Context: an optimization exercise on an open-source flow, tuned for small area, a short achievable clock period and few clock cycles per item. The choices shown serve that exercise and are no tape-out recipe. Function was checked by simulation only, so behaviour that the tests miss may differ from the original.

===== flow/run.sh =====
#!/bin/bash
# Standard ORFS layout (the standard flow's SDC and config, unchanged), with
#  - repair_timing aiming at a setup margin beyond the clock period's slack,
#  - the port buffers made with buf_1 (every port still gets its buffer).
set -euo pipefail
bash standard.sh SETUP_SLACK_MARGIN=7.5 "BUFFER_PORTS_ARGS=-buffer_cell sky130_fd_sc_hd__buf_1" finish > standard_flow.log 2>&1

===== standard.sh =====
#!/bin/bash
# synth_recipe.tcl (not shown) runs the flow's synth.tcl, then flattens the netlist and writes it again
# the make line also repeats each setting of config.mk as NAME=value (left out here)
make -C /OpenROAD-flow-scripts/flow DESIGN_CONFIG=/design/flow/config.mk WORK_HOME=/design/flow/orfs CLKGATE_MAP_FILE= SYNTH_SCRIPT=/design/flow/synth_recipe.tcl "${@:-finish}"

===== config.mk =====
export PLATFORM = sky130hd
export DESIGN_NAME = aes_core
export DESIGN_NICKNAME = aes_core
export VERILOG_FILES = /design/flow/design.v
export SDC_FILE = /design/flow/constraint.sdc
export NUM_CORES = 8
export LEC_CHECK = 0
export ABC_AREA = 1
export CAP_MARGIN = 20
export CORE_MARGIN = 2
export CORE_UTILIZATION = 30
export PLACE_DENSITY = 0.45
export SLEW_MARGIN = 20

===== constraint.sdc =====
create_clock -name core_clock -period 12.0 [get_ports {clk}]
set_input_delay 2.4000 -clock core_clock [delete_from_list [all_inputs] [get_ports {clk}]]
set_output_delay 2.4000 -clock core_clock [all_outputs]
set_load 0.01 [all_outputs]

===== design.v =====
module aes_sbox (
  input  wire [7:0] x,
  output wire [7:0] y
);
  wire U0, U1, U2, U3, U4, U5, U6, U7;
  wire T1, T2, T3, T4, T5, T6, T7, T8, T9, T10, T11, T12;
  wire T13, T14, T15, T16, T17, T18, T19, T20, T21, T22, T23, T24;
  wire T25, T26, T27, M1, M2, M3, M4, M5, M6, M7, M8, M9;
  wire M10, M11, M12, M13, M14, M15, M16, M17, M18, M19, M20, M21;
  wire M22, M23, M24, M25, M26, M27, M28, M29, M30, M31, M32, M33;
  wire M34, M35, M36, M37, M38, M39, M40, M41, M42, M43, M44, M45;
  wire M46, M47, M48, M49, M50, M51, M52, M53, M54, M55, M56, M57;
  wire M58, M59, M60, M61, M62, M63, L0, L1, L2, L3, L4, L5;
  wire L6, L7, L8, L9, L10, L11, L12, L13, L14, L15, L16, L17;
  wire L18, L19, L20, L21, L22, L23, L24, L25, L26, L27, L28, L29;
  wire S0, S1, S2, S3, S4, S5, S6, S7;
  assign {U0, U1, U2, U3, U4, U5, U6, U7} = x;
  assign T1 = U0 ^ U3;
  assign T2 = U0 ^ U5;
  assign T3 = U0 ^ U6;
  assign T4 = U3 ^ U5;
  assign T5 = U4 ^ U6;
  assign T6 = T1 ^ T5;
  assign T7 = U1 ^ U2;
  assign T8 = U7 ^ T6;
  assign T9 = U7 ^ T7;
  assign T10 = T6 ^ T7;
  assign T11 = U1 ^ U5;
  assign T12 = U2 ^ U5;
  assign T13 = T3 ^ T4;
  assign T14 = T6 ^ T11;
  assign T15 = T5 ^ T11;
  assign T16 = T5 ^ T12;
  assign T17 = T9 ^ T16;
  assign T18 = U3 ^ U7;
  assign T19 = T7 ^ T18;
  assign T20 = T1 ^ T19;
  assign T21 = U6 ^ U7;
  assign T22 = T7 ^ T21;
  assign T23 = T2 ^ T22;
  assign T24 = T2 ^ T10;
  assign T25 = T20 ^ T17;
  assign T26 = T3 ^ T16;
  assign T27 = T1 ^ T12;
  assign M1 = T13 & T6;
  assign M2 = T23 & T8;
  assign M3 = T14 ^ M1;
  assign M4 = T19 & U7;
  assign M5 = M4 ^ M1;
  assign M6 = T3 & T16;
  assign M7 = T22 & T9;
  assign M8 = T26 ^ M6;
  assign M9 = T20 & T17;
  assign M10 = M9 ^ M6;
  assign M11 = T1 & T15;
  assign M12 = T4 & T27;
  assign M13 = M12 ^ M11;
  assign M14 = T2 & T10;
  assign M15 = M14 ^ M11;
  assign M16 = M3 ^ M2;
  assign M17 = M5 ^ T24;
  assign M18 = M8 ^ M7;
  assign M19 = M10 ^ M15;
  assign M20 = M16 ^ M13;
  assign M21 = M17 ^ M15;
  assign M22 = M18 ^ M13;
  assign M23 = M19 ^ T25;
  assign M24 = M22 ^ M23;
  assign M25 = M22 & M20;
  assign M26 = M21 ^ M25;
  assign M27 = M20 ^ M21;
  assign M28 = M23 ^ M25;
  assign M29 = M28 & M27;
  assign M30 = M26 & M24;
  assign M31 = M20 & M23;
  assign M32 = M27 & M31;
  assign M33 = M27 ^ M25;
  assign M34 = M21 & M22;
  assign M35 = M24 & M34;
  assign M36 = M24 ^ M25;
  assign M37 = M21 ^ M29;
  assign M38 = M32 ^ M33;
  assign M39 = M23 ^ M30;
  assign M40 = M35 ^ M36;
  assign M41 = M38 ^ M40;
  assign M42 = M37 ^ M39;
  assign M43 = M37 ^ M38;
  assign M44 = M39 ^ M40;
  assign M45 = M42 ^ M41;
  assign M46 = M44 & T6;
  assign M47 = M40 & T8;
  assign M48 = M39 & U7;
  assign M49 = M43 & T16;
  assign M50 = M38 & T9;
  assign M51 = M37 & T17;
  assign M52 = M42 & T15;
  assign M53 = M45 & T27;
  assign M54 = M41 & T10;
  assign M55 = M44 & T13;
  assign M56 = M40 & T23;
  assign M57 = M39 & T19;
  assign M58 = M43 & T3;
  assign M59 = M38 & T22;
  assign M60 = M37 & T20;
  assign M61 = M42 & T1;
  assign M62 = M45 & T4;
  assign M63 = M41 & T2;
  assign L0 = M61 ^ M62;
  assign L1 = M50 ^ M56;
  assign L2 = M46 ^ M48;
  assign L3 = M47 ^ M55;
  assign L4 = M54 ^ M58;
  assign L5 = M49 ^ M61;
  assign L6 = M62 ^ L5;
  assign L7 = M46 ^ L3;
  assign L8 = M51 ^ M59;
  assign L9 = M52 ^ M53;
  assign L10 = M53 ^ L4;
  assign L11 = M60 ^ L2;
  assign L12 = M48 ^ M51;
  assign L13 = M50 ^ L0;
  assign L14 = M52 ^ M61;
  assign L15 = M55 ^ L1;
  assign L16 = M56 ^ L0;
  assign L17 = M57 ^ L1;
  assign L18 = M58 ^ L8;
  assign L19 = M63 ^ L4;
  assign L20 = L0 ^ L1;
  assign L21 = L1 ^ L7;
  assign L22 = L3 ^ L12;
  assign L23 = L18 ^ L2;
  assign L24 = L15 ^ L9;
  assign L25 = L6 ^ L10;
  assign L26 = L7 ^ L9;
  assign L27 = L8 ^ L10;
  assign L28 = L11 ^ L14;
  assign L29 = L11 ^ L17;
  assign S0 = L6 ^ L24;
  assign S1 = ~(L16 ^ L26);
  assign S2 = ~(L19 ^ L28);
  assign S3 = L6 ^ L21;
  assign S4 = L20 ^ L22;
  assign S5 = L25 ^ L29;
  assign S6 = ~(L13 ^ L27);
  assign S7 = ~(L6 ^ L23);
  assign y = {S0, S1, S2, S3, S4, S5, S6, S7};
endmodule
module aes_sbox2 (
  input  wire [7:0] x,
  output wire [7:0] y,
  output wire [7:0] z
);
  wire U0, U1, U2, U3, U4, U5, U6, U7;
  wire T1, T2, T3, T4, T5, T6, T7, T8, T9, T10, T11, T12;
  wire T13, T14, T15, T16, T17, T18, T19, T20, T21, T22, T23, T24;
  wire T25, T26, T27, M1, M2, M3, M4, M5, M6, M7, M8, M9;
  wire M10, M11, M12, M13, M14, M15, M16, M17, M18, M19, M20, M21;
  wire M22, M23, M24, M25, M26, M27, M28, M29, M30, M31, M32, M33;
  wire M34, M35, M36, M37, M38, M39, M40, M41, M42, M43, M44, M45;
  wire M46, M47, M48, M49, M50, M51, M52, M53, M54, M55, M56, M57;
  wire M58, M59, M60, M61, M62, M63, L0, L1, L2, L3, L4, L5;
  wire L6, L7, L8, L9, L10, L11, L12, L13, L14, L15, L16, L17;
  wire L18, L19, L20, L21, L22, L23, L24, L25, L26, L27, L28, L29;
  wire S0, S1, S2, S3, S4, S5, S6, S7;
  assign {U0, U1, U2, U3, U4, U5, U6, U7} = x;
  assign T1 = U0 ^ U3;
  assign T2 = U0 ^ U5;
  assign T3 = U0 ^ U6;
  assign T4 = U3 ^ U5;
  assign T5 = U4 ^ U6;
  assign T6 = T1 ^ T5;
  assign T7 = U1 ^ U2;
  assign T8 = U7 ^ T6;
  assign T9 = U7 ^ T7;
  assign T10 = T6 ^ T7;
  assign T11 = U1 ^ U5;
  assign T12 = U2 ^ U5;
  assign T13 = T3 ^ T4;
  assign T14 = T6 ^ T11;
  assign T15 = T5 ^ T11;
  assign T16 = T5 ^ T12;
  assign T17 = T9 ^ T16;
  assign T18 = U3 ^ U7;
  assign T19 = T7 ^ T18;
  assign T20 = T1 ^ T19;
  assign T21 = U6 ^ U7;
  assign T22 = T7 ^ T21;
  assign T23 = T2 ^ T22;
  assign T24 = T2 ^ T10;
  assign T25 = T20 ^ T17;
  assign T26 = T3 ^ T16;
  assign T27 = T1 ^ T12;
  assign M1 = T13 & T6;
  assign M2 = T23 & T8;
  assign M3 = T14 ^ M1;
  assign M4 = T19 & U7;
  assign M5 = M4 ^ M1;
  assign M6 = T3 & T16;
  assign M7 = T22 & T9;
  assign M8 = T26 ^ M6;
  assign M9 = T20 & T17;
  assign M10 = M9 ^ M6;
  assign M11 = T1 & T15;
  assign M12 = T4 & T27;
  assign M13 = M12 ^ M11;
  assign M14 = T2 & T10;
  assign M15 = M14 ^ M11;
  assign M16 = M3 ^ M2;
  assign M17 = M5 ^ T24;
  assign M18 = M8 ^ M7;
  assign M19 = M10 ^ M15;
  assign M20 = M16 ^ M13;
  assign M21 = M17 ^ M15;
  assign M22 = M18 ^ M13;
  assign M23 = M19 ^ T25;
  assign M24 = M22 ^ M23;
  assign M25 = M22 & M20;
  assign M26 = M21 ^ M25;
  assign M27 = M20 ^ M21;
  assign M28 = M23 ^ M25;
  assign M29 = M28 & M27;
  assign M30 = M26 & M24;
  assign M31 = M20 & M23;
  assign M32 = M27 & M31;
  assign M33 = M27 ^ M25;
  assign M34 = M21 & M22;
  assign M35 = M24 & M34;
  assign M36 = M24 ^ M25;
  assign M37 = M21 ^ M29;
  assign M38 = M32 ^ M33;
  assign M39 = M23 ^ M30;
  assign M40 = M35 ^ M36;
  assign M41 = M38 ^ M40;
  assign M42 = M37 ^ M39;
  assign M43 = M37 ^ M38;
  assign M44 = M39 ^ M40;
  assign M45 = M42 ^ M41;
  assign M46 = M44 & T6;
  assign M47 = M40 & T8;
  assign M48 = M39 & U7;
  assign M49 = M43 & T16;
  assign M50 = M38 & T9;
  assign M51 = M37 & T17;
  assign M52 = M42 & T15;
  assign M53 = M45 & T27;
  assign M54 = M41 & T10;
  assign M55 = M44 & T13;
  assign M56 = M40 & T23;
  assign M57 = M39 & T19;
  assign M58 = M43 & T3;
  assign M59 = M38 & T22;
  assign M60 = M37 & T20;
  assign M61 = M42 & T1;
  assign M62 = M45 & T4;
  assign M63 = M41 & T2;
  assign L0 = M61 ^ M62;
  assign L1 = M50 ^ M56;
  assign L2 = M46 ^ M48;
  assign L3 = M47 ^ M55;
  assign L4 = M54 ^ M58;
  assign L5 = M49 ^ M61;
  assign L6 = M62 ^ L5;
  assign L7 = M46 ^ L3;
  assign L8 = M51 ^ M59;
  assign L9 = M52 ^ M53;
  assign L10 = M53 ^ L4;
  assign L11 = M60 ^ L2;
  assign L12 = M48 ^ M51;
  assign L13 = M50 ^ L0;
  assign L14 = M52 ^ M61;
  assign L15 = M55 ^ L1;
  assign L16 = M56 ^ L0;
  assign L17 = M57 ^ L1;
  assign L18 = M58 ^ L8;
  assign L19 = M63 ^ L4;
  assign L20 = L0 ^ L1;
  assign L21 = L1 ^ L7;
  assign L22 = L3 ^ L12;
  assign L23 = L18 ^ L2;
  assign L24 = L15 ^ L9;
  assign L25 = L6 ^ L10;
  assign L26 = L7 ^ L9;
  assign L27 = L8 ^ L10;
  assign L28 = L11 ^ L14;
  assign L29 = L11 ^ L17;
  assign S0 = L6 ^ L24;
  assign S1 = ~(L16 ^ L26);
  assign S2 = ~(L19 ^ L28);
  assign S3 = L6 ^ L21;
  assign S4 = L20 ^ L22;
  assign S5 = L25 ^ L29;
  assign S6 = ~(L13 ^ L27);
  assign S7 = ~(L6 ^ L23);
  assign y = {S0, S1, S2, S3, S4, S5, S6, S7};
  assign z = {(M49 ^ M51 ^ M52 ^ M54 ^ M58 ^ M59 ^ M61 ^ M62), (M47 ^ M48 ^ M49 ^ M50 ^ M52 ^ M54 ^ M55 ^ M56 ^ M59 ^ M60 ^ M61 ^ M63), (M47 ^ M48 ^ M49 ^ M50 ^ M52 ^ M54 ^ M56 ^ M57 ^ M58 ^ M60 ^ M61 ^ M62), (M46 ^ M48 ^ M52 ^ M54 ^ M58 ^ M59 ^ M61 ^ M62), (M46 ^ M48 ^ M50 ^ M51 ^ M52 ^ M53 ^ M56 ^ M57 ^ M58 ^ M59 ^ M61 ^ M63), (M46 ^ M47 ^ M50 ^ M51 ^ M52 ^ M54 ^ M58 ^ M59 ^ M61 ^ M62), (M49 ^ M50 ^ M52 ^ M53 ^ M58 ^ M59 ^ M61 ^ M62), (M55 ^ M57 ^ M61 ^ M63)};
endmodule
module aes_binv (
  input  wire [7:0] x,
  output wire [7:0] y
);
  genvar i;
  generate
    for (i = 0; i < 8; i = i + 1) begin : g_bit
      assign y[i] = x[(i + 2) % 8] ^ x[(i + 5) % 8] ^ x[(i + 7) % 8] ^ ((8'h05 >> i) & 1'b1);
    end
  endgenerate
endmodule
module aes_core (
  input  wire         clk,
  input  wire         rst,        
  input  wire         key_load,   
  input  wire         key_256,    
  input  wire [255:0] key,
  input  wire         start,      
  input  wire         dir,        
  input  wire [127:0] din,
  output wire         ready,
  output reg          done,
  output wire [127:0] dout
);
  function [7:0] xtime(input [7:0] a);
    xtime = {a[6:0], 1'b0} ^ (a[7] ? 8'h1b : 8'h00);
  endfunction
  function [7:0] xinv(input [7:0] a);
    xinv = a[0] ? ({1'b0, a[7:1]} ^ 8'h8d) : {1'b0, a[7:1]};
  endfunction
  function [127:0] shift_rows(input [127:0] s);
    integer r, c;
    begin
      for (c = 0; c < 4; c = c + 1)
        for (r = 0; r < 4; r = r + 1)
          shift_rows[127 - 8*(4*c + r) -: 8] = s[127 - 8*(4*((c + r) % 4) + r) -: 8];
    end
  endfunction
  function [127:0] inv_shift_rows(input [127:0] s);
    integer r, c;
    begin
      for (c = 0; c < 4; c = c + 1)
        for (r = 0; r < 4; r = r + 1)
          inv_shift_rows[127 - 8*(4*c + r) -: 8] = s[127 - 8*(4*((c + 4 - r) % 4) + r) -: 8];
    end
  endfunction
  function [31:0] mix_col(input [31:0] a);
    reg [7:0] a0, a1, a2, a3, t;
    begin
      {a0, a1, a2, a3} = a;
      t = a0 ^ a1 ^ a2 ^ a3;
      mix_col = {a0 ^ t ^ xtime(a0 ^ a1),
                 a1 ^ t ^ xtime(a1 ^ a2),
                 a2 ^ t ^ xtime(a2 ^ a3),
                 a3 ^ t ^ xtime(a3 ^ a0)};
    end
  endfunction
  function [31:0] p_col(input [31:0] a);
    reg [7:0] a0, a1, a2, a3, u, v;
    begin
      {a0, a1, a2, a3} = a;
      u = xtime(xtime(a0 ^ a2));
      v = xtime(xtime(a1 ^ a3));
      p_col = {a0 ^ u, a1 ^ v, a2 ^ u, a3 ^ v};
    end
  endfunction
  function [127:0] mix_columns(input [127:0] s);
    mix_columns = {mix_col(s[127:96]), mix_col(s[95:64]),
                   mix_col(s[63:32]),  mix_col(s[31:0])};
  endfunction
  function [127:0] p_columns(input [127:0] s);
    p_columns = {p_col(s[127:96]), p_col(s[95:64]),
                 p_col(s[63:32]),  p_col(s[31:0])};
  endfunction
  reg  [127:0] q;           
  reg          qv, qdir;
  reg  [255:0] s;           
  reg          s256, sdec, sraw;
  reg  [255:0] w;           
  reg          wend;        
  reg  [31:0]  t_r;         
  reg  [7:0]   rcon;
  reg          krot, kfwd, k256, kfirst;
  reg          kb, kph, kconv;    
  reg  [3:0]   kcnt;
  reg  [127:0] r2, r1;      
  reg          pbusy, pdir, p256, yv, klp;
  reg  [4:0]   cnt;         
  reg          ready_r;
  reg          tsel;        
  wire [127:0] w_hi = w[255:128];
  wire [127:0] w_lo = w[127:0];
  reg  ix, iy, sw, jb, st, pe, g1r;    
  wire [4:0] nr2   = p256 ? 5'd28 : 5'd20;            
  wire [4:0] plast = yv ? nr2 - 5'd1 : nr2 - 5'd2;    
  wire       pend_c  = pbusy && (cnt == plast);
  wire       free_c  = (!pbusy || pend_c) && !kb;
  wire       wnow_c  = pbusy ? !klp : wend;
  wire       ndc_c   = (qdir != sdec);
  wire       nin_c   = !qdir && !sdec && sraw;
  wire       ix_c = qv && free_c && !ndc_c && !nin_c;
  wire       iy_c = qv && pbusy && (cnt == 5'd0) && (qdir == pdir);
  wire       sw_c = qv && free_c && ndc_c && wnow_c;
  wire       jb_c = qv && free_c && ((ndc_c && !wnow_c) || nin_c);
  wire       st_c = (pbusy && !pdir && !cnt[0] && (cnt <= nr2 - 5'd4)) ||
                    (pbusy &&  pdir &&  cnt[0] && (cnt <= nr2 - 5'd3)) ||
                    (kb && kph);
  wire       g1_c = pdir || (cnt >= nr2 - 5'd2);
  wire issue_x = ix;
  wire issue_y = iy;
  wire swap_s  = sw;
  wire job_s   = jb;
  wire pend    = pe;
  wire step_en = st;
  wire issue   = ix || iy;
  wire kwb     = kb && !kph && (kcnt == 4'd0);        
  assign ready = ready_r;
  wire take_key   = ready_r && key_load;
  wire take_start = ready_r && start;
  wire       c_pbusy = ix || (pbusy && !pe);
  wire [4:0] c_cnt   = ix ? 5'd0 : cnt + 5'd1;
  wire       c_yv    = ix ? 1'b0 : (yv || iy);
  wire       c_p256  = ix ? s256 : p256;
  wire       c_pdir  = ix ? qdir : pdir;
  wire       c_kb    = jb || (kb && !kwb);
  wire       c_kph   = jb ? 1'b0 : (kb ? !kph : kph);
  wire [3:0] kcnt_i  = ndc_c ? ((s256 ? 4'd13 : 4'd9) + {3'd0, sraw}) : 4'd2;
  wire [4:0] c_nr2   = c_p256 ? 5'd28 : 5'd20;
  wire [4:0] c_plast = c_yv ? c_nr2 - 5'd1 : c_nr2 - 5'd2;
  wire       c_pend  = c_pbusy && (c_cnt == c_plast);
  wire       c_free  = (!c_pbusy || c_pend) && !c_kb;
  wire       c_flip  = sw || (kwb && kconv);
  wire       c_sdec  = c_flip ? !sdec : sdec;
  wire       c_sraw  = (sw || kwb) ? 1'b0 : sraw;
  wire       c_klp   = !ix && pbusy && !pe && klp;
  wire       c_wend  = (ix || jb || sw) ? 1'b0 : (pe ? !klp : wend);
  wire       c_qv    = qv && !issue;
  wire       c_ok    = !(c_pbusy && c_klp && !c_pend);
  wire       c_ix_e  = c_free && !c_sdec && !c_sraw;    
  wire       c_ix_d  = c_free && c_sdec;                
  wire       c_iy0   = c_pbusy && (c_cnt == 5'd0);      
  wire       rdy_c = c_ok && (!c_qv ||
                     (qdir ? (c_ix_d || (c_iy0 && c_pdir))
                           : (c_ix_e || (c_iy0 && !c_pdir))));
  wire       rdy_a0 = c_ok && (c_ix_e || (ix && !qdir));
  wire       rdy_a1 = c_ok && (c_ix_d || (ix && qdir));
  wire       rdy_b = !(c_pbusy && !c_pend);
  wire       ready_n = take_start ? (dir ? rdy_a1 : rdy_a0) :
                       take_key   ? rdy_b : rdy_c;
  wire       n_qv   = take_start || c_qv;
  wire       n_qdir = ready_r ? dir : qdir;
  wire       n_ndc  = (n_qdir != c_sdec);
  wire       n_nin  = !n_qdir && !c_sdec && c_sraw;
  wire       n_wnow = c_pbusy ? !c_klp : c_wend;
  wire       ix_n = n_qv && c_free && !n_ndc && !n_nin;
  wire       iy_n = n_qv && c_iy0 && (n_qdir == c_pdir);
  wire       sw_n = n_qv && c_free && n_ndc && n_wnow;
  wire       jb_n = n_qv && c_free && ((n_ndc && !n_wnow) || n_nin);
  wire       st_n = (c_pbusy && !c_pdir && !c_cnt[0] && (c_cnt <= c_nr2 - 5'd4)) ||
                    (c_pbusy &&  c_pdir &&  c_cnt[0] && (c_cnt <= c_nr2 - 5'd3)) ||
                    (c_kb && c_kph);
  wire       g1_n = c_pdir || (c_cnt >= c_nr2 - 5'd2);
  wire [127:0] kbase = (k256 || kfirst) ? w_hi : w_lo;
  reg  [31:0]  kin_r;
  reg  [7:0]   rcx;
  function [31:0] rotw(input [31:0] a);
    rotw = {a[23:0], a[31:24]};
  endfunction
  wire [31:0]  ksub_in = kin_r;
  wire [31:0]  ksub;
  genvar g;
  generate
    for (g = 0; g < 4; g = g + 1) begin : g_ksbox
      aes_sbox u_sbox (.x(ksub_in[8*g +: 8]), .y(ksub[8*g +: 8]));
    end
  endgenerate
  wire [31:0]  tsub = ksub ^ {rcx, 24'h0};
  wire         kld    = ix || jb;
  wire         n_kfwd   = kld ? !sdec : kfwd;
  wire         n_k256   = kld ? s256 : k256;
  wire         n_kfirst = kld ? sraw : (st ? 1'b0 : kfirst);
  wire         n_krot   = kld ? 1'b1 : (st ? (k256 ? !krot : 1'b1) : krot);
  wire [7:0]   rcon_i   = s256 ? (sdec ? 8'h40 : 8'h01)
                               : (sdec ? 8'h1b : (sraw ? 8'h01 : 8'h02));
  wire [7:0]   n_rcon   = kld ? rcon_i :
                          (st && krot) ? (kfwd ? xtime(rcon) : xinv(rcon)) : rcon;
  wire         n_inv128 = !n_kfwd && !n_k256;
  wire [31:0]  kb0 = kbase[127:96];
  wire [31:0]  kb1 = kbase[95:64];
  wire [31:0]  kb2 = kbase[63:32];
  wire [31:0]  kb3 = kbase[31:0];
  wire [31:0]  kw0 = kb0 ^ t_r;
  wire [31:0]  kn1 = (kb0 ^ kb1) ^ t_r;
  wire [31:0]  kn2 = (kb0 ^ kb1 ^ kb2) ^ t_r;
  wire [31:0]  kn3 = (kb0 ^ kb1 ^ kb2 ^ kb3) ^ t_r;
  wire [31:0]  n_slo3 = take_key ? key[31:0] : ((sw || kwb) ? w_hi[31:0] : s[31:0]);
  wire [255:0] n_w    = (ix || jb) ? s : (st ? {w_lo, knew} : w);
  wire [31:0]  kin_n  = c_free   ? rotw(n_slo3) :
                        n_kfirst ? rotw(n_w[159:128]) :
                        n_inv128 ? rotw(n_w[31:0] ^ n_w[63:32]) :
                        n_krot   ? rotw(n_w[31:0]) : n_w[31:0];
  wire [127:0] knew = kfwd ? {kw0, kn1, kn2, kn3}
                           : {kw0, kb1 ^ kb0, kb2 ^ kb1, kb3 ^ kb2};
  wire [127:0] so, sob;
  generate
    for (g = 0; g < 16; g = g + 1) begin : g_sbox
      aes_sbox2 u_sbox (.x(r2[8*g +: 8]), .y(so[8*g +: 8]), .z(sob[8*g +: 8]));
    end
  endgenerate
  wire [127:0] st1 = (pdir ? sob : so) ^ (g1r ? w_lo : 128'h0);
  wire [127:0] mcin = pdir ? p_columns(r1) : r1;
  wire [127:0] st2  = mix_columns(mcin) ^ (pdir ? 128'h0 : w_hi);
  wire [127:0] ld   = issue ? (q ^ s[255:128]) : st2;
  wire         shd  = issue ? qdir : pdir;
  wire [127:0] sh   = shd ? inv_shift_rows(ld) : shift_rows(ld);
  wire [127:0] shb;
  generate
    for (g = 0; g < 16; g = g + 1) begin : g_bin
      aes_binv u_bi (.x(sh[8*g +: 8]), .y(shb[8*g +: 8]));
    end
  endgenerate
  wire [127:0] r2n = shd ? shb : sh;
  assign dout = r1;
  always @(posedge clk) begin
    r1  <= st1;
    r2  <= r2n;
    t_r <= tsub;
    if (ready_r)
      q <= din;
  end
  always @(posedge clk) begin
    if (take_key)
      s <= key;
    else if (swap_s || (kwb && kconv))
      s <= {w_lo, w_hi};
    else if (kwb)
      s[127:0] <= w_hi;
    if (issue_x || job_s)
      w <= s;
    else if (step_en)
      w <= {w_lo, knew};
  end
  always @(posedge clk) begin
    if (rst) begin
      ready_r <= 1'b1;
      tsel  <= 1'b1;
      rcx   <= 8'h00;
      ix    <= 1'b0;
      iy    <= 1'b0;
      sw    <= 1'b0;
      jb    <= 1'b0;
      st    <= 1'b0;
      pe    <= 1'b0;
      g1r   <= 1'b0;
      qv    <= 1'b0;
      qdir  <= 1'b0;
      s256  <= 1'b0;
      sdec  <= 1'b0;
      sraw  <= 1'b0;
      wend  <= 1'b0;
      rcon  <= 8'h01;
      krot  <= 1'b1;
      kfwd  <= 1'b1;
      k256  <= 1'b0;
      kfirst <= 1'b0;
      kb    <= 1'b0;
      kph   <= 1'b0;
      kconv <= 1'b0;
      kcnt  <= 4'd0;
      pbusy <= 1'b0;
      pdir  <= 1'b0;
      p256  <= 1'b0;
      yv    <= 1'b0;
      klp   <= 1'b0;
      cnt   <= 5'd0;
      done  <= 1'b0;
    end else begin
      ready_r <= ready_n;
      tsel  <= c_free;
      ix    <= ix_n;
      iy    <= iy_n;
      sw    <= sw_n;
      jb    <= jb_n;
      st    <= st_n;
      pe    <= c_pend;
      g1r   <= g1_n;
      done <= pbusy && ((cnt == nr2 - 5'd2) || (yv && cnt == nr2 - 5'd1));
      qv <= take_start || (qv && !issue);
      if (ready_r)
        qdir <= dir;
      if (take_key) begin
        s256 <= key_256;
        sdec <= 1'b0;
        sraw <= !key_256;
      end else begin
        if (swap_s || (kwb && kconv))
          sdec <= !sdec;
        if (swap_s || kwb)
          sraw <= 1'b0;
      end
      if (take_key || issue_x || job_s || swap_s)
        wend <= 1'b0;
      else if (pend)
        wend <= !klp;
      kfwd   <= n_kfwd;
      k256   <= n_k256;
      kfirst <= n_kfirst;
      krot   <= n_krot;
      rcon   <= n_rcon;
      kin_r  <= kin_n;
      rcx    <= c_free ? (s256 ? 8'h01 : 8'h02) : (n_krot ? n_rcon : 8'h00);
      if (job_s) begin
        kb    <= 1'b1;
        kph   <= 1'b0;
        kconv <= ndc_c;
        kcnt  <= kcnt_i;
      end else if (kb) begin
        kph <= !kph;
        if (kph)
          kcnt <= kcnt - 4'd1;
        if (kwb)
          kb <= 1'b0;
      end
      if (issue_x) begin
        pbusy <= 1'b1;
        cnt   <= 5'd0;
        pdir  <= qdir;
        p256  <= s256;
        yv    <= 1'b0;
        klp   <= take_key;
      end else if (pbusy) begin
        if (issue_y)
          yv <= 1'b1;
        if (pend) begin
          pbusy <= 1'b0;
          klp   <= 1'b0;
        end else begin
          cnt <= cnt + 5'd1;
          if (take_key)
            klp <= 1'b1;
        end
      end
    end
  end
  wire ready_c = (!qv || ix_c || iy_c) && !(pbusy && klp && !pend_c);
  wire dec_ok  = (ix == ix_c) && (iy == iy_c) && (sw == sw_c) && (jb == jb_c) &&
                 (st == st_c) && (pe == pend_c) && (g1r == g1_c) && (tsel == free_c);
endmodule

==> flow_summary.json <==
{
  "synth_edf_count": 576,
  "areaGrowthSynthToFinish_pct": 14.4,
  "yosysWarnings": 1,
  "ys_ff_latch": 1012,
  "dp_cells": 20000,
  "cts_tree": "built",
  "fin_skew_ps": 107,
  "vias": 102000,
  "syn_nets": 15900,
  "relSlewSlack": 0.0515,
  "final_nets": 16300,
  "yosysUniqueCellTypes": 65,
  "min_period_ps": 4510,
  "final_cells": 20300,
  "maxCapViolations": 0,
  "fp.dieW_um": 580,
  "rsz0062_at_grt": "yes",
  "grt_max_degree": 97,
  "arrival_ps": 5230,
  "final_util": 0.344,
  "grtUsageTotal": 0.275,
  "clk_latency_ps": 920,
  "grt_pass1_wl_mm": 666,
  "drtPass1Iterations": 8,
  "grt_antenna_before_repair": 35,
  "cts_max_level": 4,
  "cts-root-buf": "clkbuf_16",
  "worst_pin_slew_ps": 1410,
  "fin_tns_setup_ps": 0,
  "grt_pass1_vias": 91500,
  "async_flop_share": 0,
  "final_hold_viol_count": 0,
  "seq_area_frac_synth": 0.262,
  "portBuffers": 519,
  "cts_sinks": 1012,
  "post-route-period-util": 0.375,
  "core_um2": 330000,
  "overflow": 0,
  "setup_viol": 0,
  "status": "finished clean",
  "start_util": 0.301,
  "drtIter0Drc": 10700,
  "avgSynthCellArea_um2": 6.45,
  "clkTransAtPathRegs_ps": 60,
  "required_ps": 12720,
  "ant_nets": 0,
  "wl_mm": 481,
  "gp_congestion": 0.998,
  "wl_per_cell_um": 23.6,
  "dieHeight_um": 580,
  "synthesis.area_um2": 99400,
  "path_max_fanout": 58,
  "rows": 211,
  "netlist_instances": 15400,
  "clock.fmax_mhz": 222,
  "final_layout_size_suffix_gt1_frac": 0.0840,
  "ys.flop_type": "edfxtp_1",
  "viasPerCell": 5.02,
  "clockBufferDepth": 4,
  "ios": 520,
  "critPathLaunchType": "register",
  "cp-end-kind": "register",
  "worstHoldPathType": "reg -> reg",
  "dpl.hpwl_mm": 390,
  "finalMaxSlewViolations": 0,
  "route.detailed.drc": 0,
  "die_area_um2": 336000,
  "cts_inserted_buffers": 142,
  "critPathKind": "reg -> reg"
}
## layer usage
layer / GRT usage / wire length [um]
met5: 0 / 75
met4: 0.122 / 24500
met3: 0.0416 / 39800
met2: 0.412 / 202000
met1: 0.387 / 215000
## layout by cell type, fill, tap and decap left out, drive strengths merged, types with 7 or more instances in the layout
cell type     n
and2          7
clkinvlp     12
a21oi       254
nand3b      144
xor2       1352
nand4        72
nand3      1371
a31oi        24
or2          85
o22ai        40
ha           48
inv        1514
o2111ai      33
mux2i        15
clkbuf      200
edfxtp      576
o21ai       986
dfxtp       436
diode        23
o21bai       35
o31ai        35
nor2        686
a211oi       31
nor3         12
buf         705
nand2      6264
o221ai       32
o211ai       40
clkinv       37
xnor2       867
## stage by stage
step	worst slack (ps)	hold slack (ps)	instance area, um^2
2_1_floorplan	6730	442	99400
3_3_place_gp	5360	457	106000
3_5_place_dp	5320	458	106000
4_1_cts	7500	466	111000
5_1_grt	7320	525	114000
6_report	7490	471	114000
## cell families (layout without fill, tap and decap cells)
logic type               after synthesis  in the layout  share of synthesized area
multiplexers                          15             15                    0.00151
XOR/XNOR                            2222           2222                      0.206
adder cells (fa/ha/maj)               48             48                    0.00604
buffers and inverters               1932           2472                     0.0753
AO/OA/AOI/OAI                       1537           1537                     0.0852
other                                  0             23                          0
flip-flops                          1012           1012                      0.262
AND/OR/NAND/NOR                     8646           8648                      0.364
## what timing repair did
| action | CTS | global route |
|---|---|---|
| resized for setup | 97 | 455 |
| cloned | 3 | 1 |
| pin swaps | 3 | 49 |
| hold buffers | 0 | 0 |
| endpoints found under the setup margin | 393 | 268 |
| setup buffers | 3 | 68 |
## worst max-delay path, cell delays in order (launching register included)
cell,delay (ps)
dfxtp_4,380
buf_4,180
inv_16,260
buf_8,400
a21oi_1,60
o21ai_0,260
xor2_2,300
xnor2_4,380
xor2_1,210
xor2_1,180
xor2_1,280
nand2_1,110
nand2_1,370
nand2_1,130
nand2_1,110
xor2_1,260
xnor2_1,100
o21a_1,190
## final timing paths
| path | startpoint | endpoint | slack, ps | cells past startpoint |
|---|---|---|---|---|
| setup / recovery | pdir | r2[36] | 7490 | 17 |
| hold reg to reg | kconv | kconv | 470 | 2 |
| hold / removal | kconv | kconv | 470 | 2 |
| setup reg to reg | pdir | r2[36] | 7490 | 17 |
## state kept, by name (all words and copies together) (netlist names), 4 cells and up
signal and cells:
s 256, r1 128, cnt 5, w 256, rcon 8, rcx 8, r2 128, kcnt 4
kin_r 32, q 128, t_r 32
## cell usage after synthesis, types with 6 or more instances
library cell | n | area, um^2
o221ai_1 | 32 | 280
nand3_2 | 64 | 641
o31ai_1 | 35 | 263
xnor2_2 | 60 | 976
nand3_4 | 6 | 105
nand2_1 | 6121 | 23000
buf_4 | 34 | 255
edfxtp_1 | 576 | 17300
a31oi_1 | 24 | 150
xor2_2 | 47 | 764
ha_1 | 48 | 601
o2111ai_1 | 33 | 289
nand3b_1 | 143 | 1070
xnor2_4 | 6 | 165
a21o_1 | 6 | 45.0
xor2_1 | 1303 | 11400
nand4_1 | 70 | 438
nor2_2 | 43 | 269
or2_2 | 62 | 388
nand2_4 | 15 | 169
o21ai_0 | 939 | 4700
a21oi_1 | 254 | 1270
o21bai_1 | 35 | 263
o22ai_1 | 40 | 250
nor3_1 | 11 | 55.1
o21ai_1 | 45 | 225
or2_1 | 21 | 131
clkinv_1 | 6 | 22.5
o211ai_1 | 38 | 285
dfxtp_1 | 436 | 8730
xnor2_1 | 801 | 7020
nand3_1 | 1301 | 6510
a211oi_1 | 31 | 233
mux2i_1 | 15 | 150
and2_1 | 7 | 43.8
buf_1 | 42 | 158
inv_2 | 85 | 319
nand2_2 | 128 | 801
inv_1 | 1417 | 5320
nor2_1 | 631 | 2370
clkbuf_1 | 282 | 1060
nor2_4 | 10 | 113
buf_2 | 62 | 310
## final cells by class
cell class	count	area (um^2)
Sequential cell	1012	26200
Clock buffer	199	4070
Antenna cell	23	57.6
Inverter	1508	5730
Timing Repair inverter	1	7.51
Clock inverter	58	513
Fill cell	36300	216000
Timing Repair Buffer	706	3540
Multi-Input combinational cell	12500	68100
Tap cell	4366	5460

==> what the ideal ports hide <==
Ports are ideal in the flow. The routed layout listed here was re-timed in OpenROAD.
Step 1, drivers: a clkbuf_16 drives clk and a buf_2 each remaining input, both assumed.
Step 2, shift: input delay + t, output delay - t, t = (earliest + latest rising clock arrival at the registers) / 2. This alone moves slack from input paths to output paths.
a / b / c = ideal ports / drivers / drivers and shift; a / b = the first two.
t (ns): 0.969
setup slack, ns: 7.494 / 7.494 / 6.745
hold WS [ns]: 0.471 / 0.471 / 0.471
worst slew at a driven data input, ns: 0.24
pins driven straight from the clock port: 1
After both steps this run still meets setup and hold. The setup slack of this run moves by 0.000 ns with the drivers and by -0.749 ns with both steps.
